This design comes from an exercise in tuning for small area and a short achievable clock period on the open sky130 flow, not from production work.
The RTL was checked by simulation tests, not by an equivalence proof against the original design.
Power is estimated from default activity; no workload was simulated.

// le_fpu
module le_fpu (
    input  wire        clk,
    input  wire        rst,         
    input  wire        in_valid,
    input  wire [31:0] in_insn,
    input  wire [31:0] in_a,        
    input  wire [31:0] in_b,        
    output reg         out_valid,
    output reg         out_fault,   
    output reg         out_wen,     
    output reg  [4:0]  out_rd,
    output reg  [31:0] out_data
);
    wire [5:0] op   = in_insn[31:26];
    wire [4:0] f_rb = in_insn[15:11];
    wire [4:0] f_rc = in_insn[10:6];
    wire [5:0] func = in_insn[5:0];
    reg legal;
    always @(*) begin
        legal = 1'b0;
        if (op == 6'h04) begin
            case (func)
                6'h00, 6'h01, 6'h02, 6'h07, 6'h08:
                    legal = (f_rc == 5'd0);
                6'h09, 6'h0A, 6'h0B, 6'h0C, 6'h0D, 6'h0E:
                    legal = (f_rb == 5'd0) && (f_rc == 5'd0);
                default:
                    legal = 1'b0;
            endcase
        end
    end
    wire f_add  = (func[5:1] == 5'b00000);              
    wire f_sub  = func[0];
    wire f_mul  = (func == 6'h02);
    wire f_mm   = (func == 6'h07) || (func == 6'h08);
    wire f_min  = (func == 6'h07);
    wire f_abs  = (func == 6'h09);
    wire f_neg  = (func == 6'h0A);
    wire f_cif  = (func == 6'h0B) || (func == 6'h0D);   
    wire f_qif  = func[2];                               
    wire f_cfi  = (func == 6'h0C) || (func == 6'h0E);   
    wire f_qfi  = func[1];                               
    wire f_pass = f_mm | f_abs | f_neg;
    wire        sa = in_a[31];
    wire [7:0]  ea = in_a[30:23];
    wire [22:0] fa = in_a[22:0];
    wire        a_zero = (ea == 8'd0);
    wire        a_emax = (ea == 8'hFF);
    wire        a_fnz  = (fa != 23'd0);
    wire        a_inf  = a_emax & ~a_fnz;
    wire        a_nan  = a_emax & a_fnz;
    wire        sb = in_b[31];
    wire [7:0]  eb = in_b[30:23];
    wire [22:0] fb = in_b[22:0];
    wire        b_zero = (eb == 8'd0);
  ...
Size in the first run: ~3,500 cells after synthesis, roughly 140 I/O pins, roughly 0.031 mm² of cells after synthesis.
export LEC_CHECK = 0
export CAP_MARGIN = 20
export CORE_MARGIN = 2
export CORE_UTILIZATION = 45
export SLEW_MARGIN = 20
export SYNTH_HIERARCHICAL = 1
export SYNTH_MINIMUM_KEEP_SIZE = 0
create_clock -name core_clock -period 16.0 [get_ports {clk}]
standard.sh (not shown) runs the stock make flow with config.mk's settings and CLKGATE_MAP_FILE= SYNTH_SCRIPT=/design/flow/synth_recipe.tcl, a recipe that flattens the netlist after the stock synthesis.
==> flow/flow/run.sh <==
#!/bin/bash
set -euo pipefail
export SETUP_SLACK_MARGIN=${SETUP_SLACK_MARGIN:-7.5}
export BUFFER_PORTS_ARGS="-buffer_cell sky130_fd_sc_hd__buf_2"
bash standard.sh > run.log 2>&1
The starting point finished clean.
Change:
==> flow/flow/run.sh (replaced) <==
#!/bin/bash
set -euo pipefail
export SETUP_SLACK_MARGIN=${SETUP_SLACK_MARGIN:-7}
export BUFFER_PORTS_ARGS="-buffer_cell sky130_fd_sc_hd__buf_2"
bash standard.sh > run.log 2>&1
Effect:
- The new run ran to the end with no violations
- power is lower by 4.9%
- core utilization goes down by 2.6 points
- routed wire length falls by 4.7%
- count of clock-buffer cells in the layout does not change
- final cell count goes down by 1.3%
- non-clock buffer count shrinks by 56
- hold slack got worse by 0.0097 ns
- maximum frequency came out lower by 2.1%
- sequential power decreases by 5.5%
- first-iteration DRC count decreases by 8.3%
Change:
==> flow/flow/run.sh (replaced) <==
#!/bin/bash
set -euo pipefail
export SETUP_SLACK_MARGIN=${SETUP_SLACK_MARGIN:-6.5}
export BUFFER_PORTS_ARGS="-buffer_cell sky130_fd_sc_hd__buf_2"
bash standard.sh > run.log 2>&1
Outcome: The new run completed with no timing, DRC or antenna violations; design area goes down by 3.1%; clock power barely changes; fmax goes down by 4.3%; sequential share of layout area went up by 0.11 points; worst hold slack gains 0.010 ns; flip-flop and latch count does not change; sequential power barely changes; synthesized cell count stays the same; power went down by 1.1%; combinational power came out lower by about 1%.

--- another note on this design; it stands on its own ---

## before
## le_fpu
module le_fpu (
    input  wire        clk,
    input  wire        rst,         
    input  wire        in_valid,
    input  wire [31:0] in_insn,
    input  wire [31:0] in_a,        
    input  wire [31:0] in_b,        
    output reg         out_valid,
    output reg         out_fault,   
    output reg         out_wen,     
    output reg  [4:0]  out_rd,
    output reg  [31:0] out_data
);
Settings: LEC_CHECK=0, CAP_MARGIN=20, CORE_MARGIN=2, CORE_UTILIZATION=45, SETUP_SLACK_MARGIN=5, SLEW_MARGIN=20, SYNTH_HIERARCHICAL=1, SYNTH_MINIMUM_KEEP_SIZE=0; clock period 16.0 ns.
run.sh (not shown) runs the stock make flow with config.mk's settings and CLKGATE_MAP_FILE= SYNTH_SCRIPT=/design/flow/synth_recipe.tcl, a recipe that flattens the netlist after the stock synthesis.
The flow did not stop early for before: all stages ran, and the layout cleared the timing, DRC and antenna checks.
diff inputs: before => after
Settings: clearing SETUP_SLACK_MARGIN, which used to be 5.
==> flow/flow/run.sh (new file) <==
#!/bin/bash
set -euo pipefail
export SETUP_SLACK_MARGIN=${SETUP_SLACK_MARGIN:-7}
export BUFFER_PORTS_ARGS="-buffer_cell sky130_fd_sc_hd__buf_2"
bash standard.sh > run.log 2>&1
==> flow/standard.sh (new file) <==
#!/bin/bash
# synth_recipe.tcl (not shown) runs the flow's synth.tcl, then flattens the netlist and writes it again
# the make line also repeats each setting of config.mk as NAME=value (left out here)
make -C /OpenROAD-flow-scripts/flow DESIGN_CONFIG=/design/flow/config.mk WORK_HOME=/design/flow/orfs CLKGATE_MAP_FILE= SYNTH_SCRIPT=/design/flow/synth_recipe.tcl "${@:-finish}"
removed: flow/run.sh
--- outcome ---
Fraction of power consumed by combinational cells: after vs before, no meaningful difference
Row critical path depth: after higher / before lower
| estimated wirelength of the detail-placed design | before vs after | ≈ equal |
Delta (after minus before): count of clock buffers in the final design stayed essentially flat; arrival time of the worst setup path rose by 2.53 ns; simple logic cell fraction of the synthesized area stayed essentially flat.
Against before, after comes in 0.19 points lower on sequential share of layout area.
Taking before as the reference, in after clock distribution area overhead in the final layout held steady; core utilization grew by 3.3 points; transition time at the pin with the least slew margin grew by 0.051 ns; worst setup slack grew by 0.90 ns.

## what the ideal ports hide
How much do the figures lean on ideal ports? The routed layouts below were timed once more, with nothing changed but the port constraints.
Step 1 sets driving cells, clkbuf_16 on the clock port and buf_2 on the other inputs (assumed; they add their load-dependent delay and slew).
Step 2 moves the port delays by t, midway between the first and last clock arrival at a register: inputs arrive t later, outputs are due t later. That takes back most of the time a late clock gives input paths.
Slacks: ideal ports / drivers / drivers and shift; pairs: ideal ports / drivers.
| run | t, ns | setup slack, ns | worst data-port slew with drivers (ns) |
|---|---|---|---|
| the first run of note 1 | 0.386 | 7.216 / 7.200 / 6.814 | 0.11 |
| the second run of note 1 | 0.395 | 7.031 / 7.012 / 6.617 | 0.10 |
| the third run of note 1 | 0.388 | 6.631 / 6.596 / 6.208 | 0.08 |
| before | 0.402 | 5.146 / 5.093 / 4.806 | 0.05 |
| after | 0.404 | 6.044 / 6.032 / 5.628 | 0.06 |
After both steps setup and hold are still met in every run listed. For the third run of note 1, which loses most, drivers alone change the setup slack by -0.035 ns; drivers and shift together by -0.423 ns.
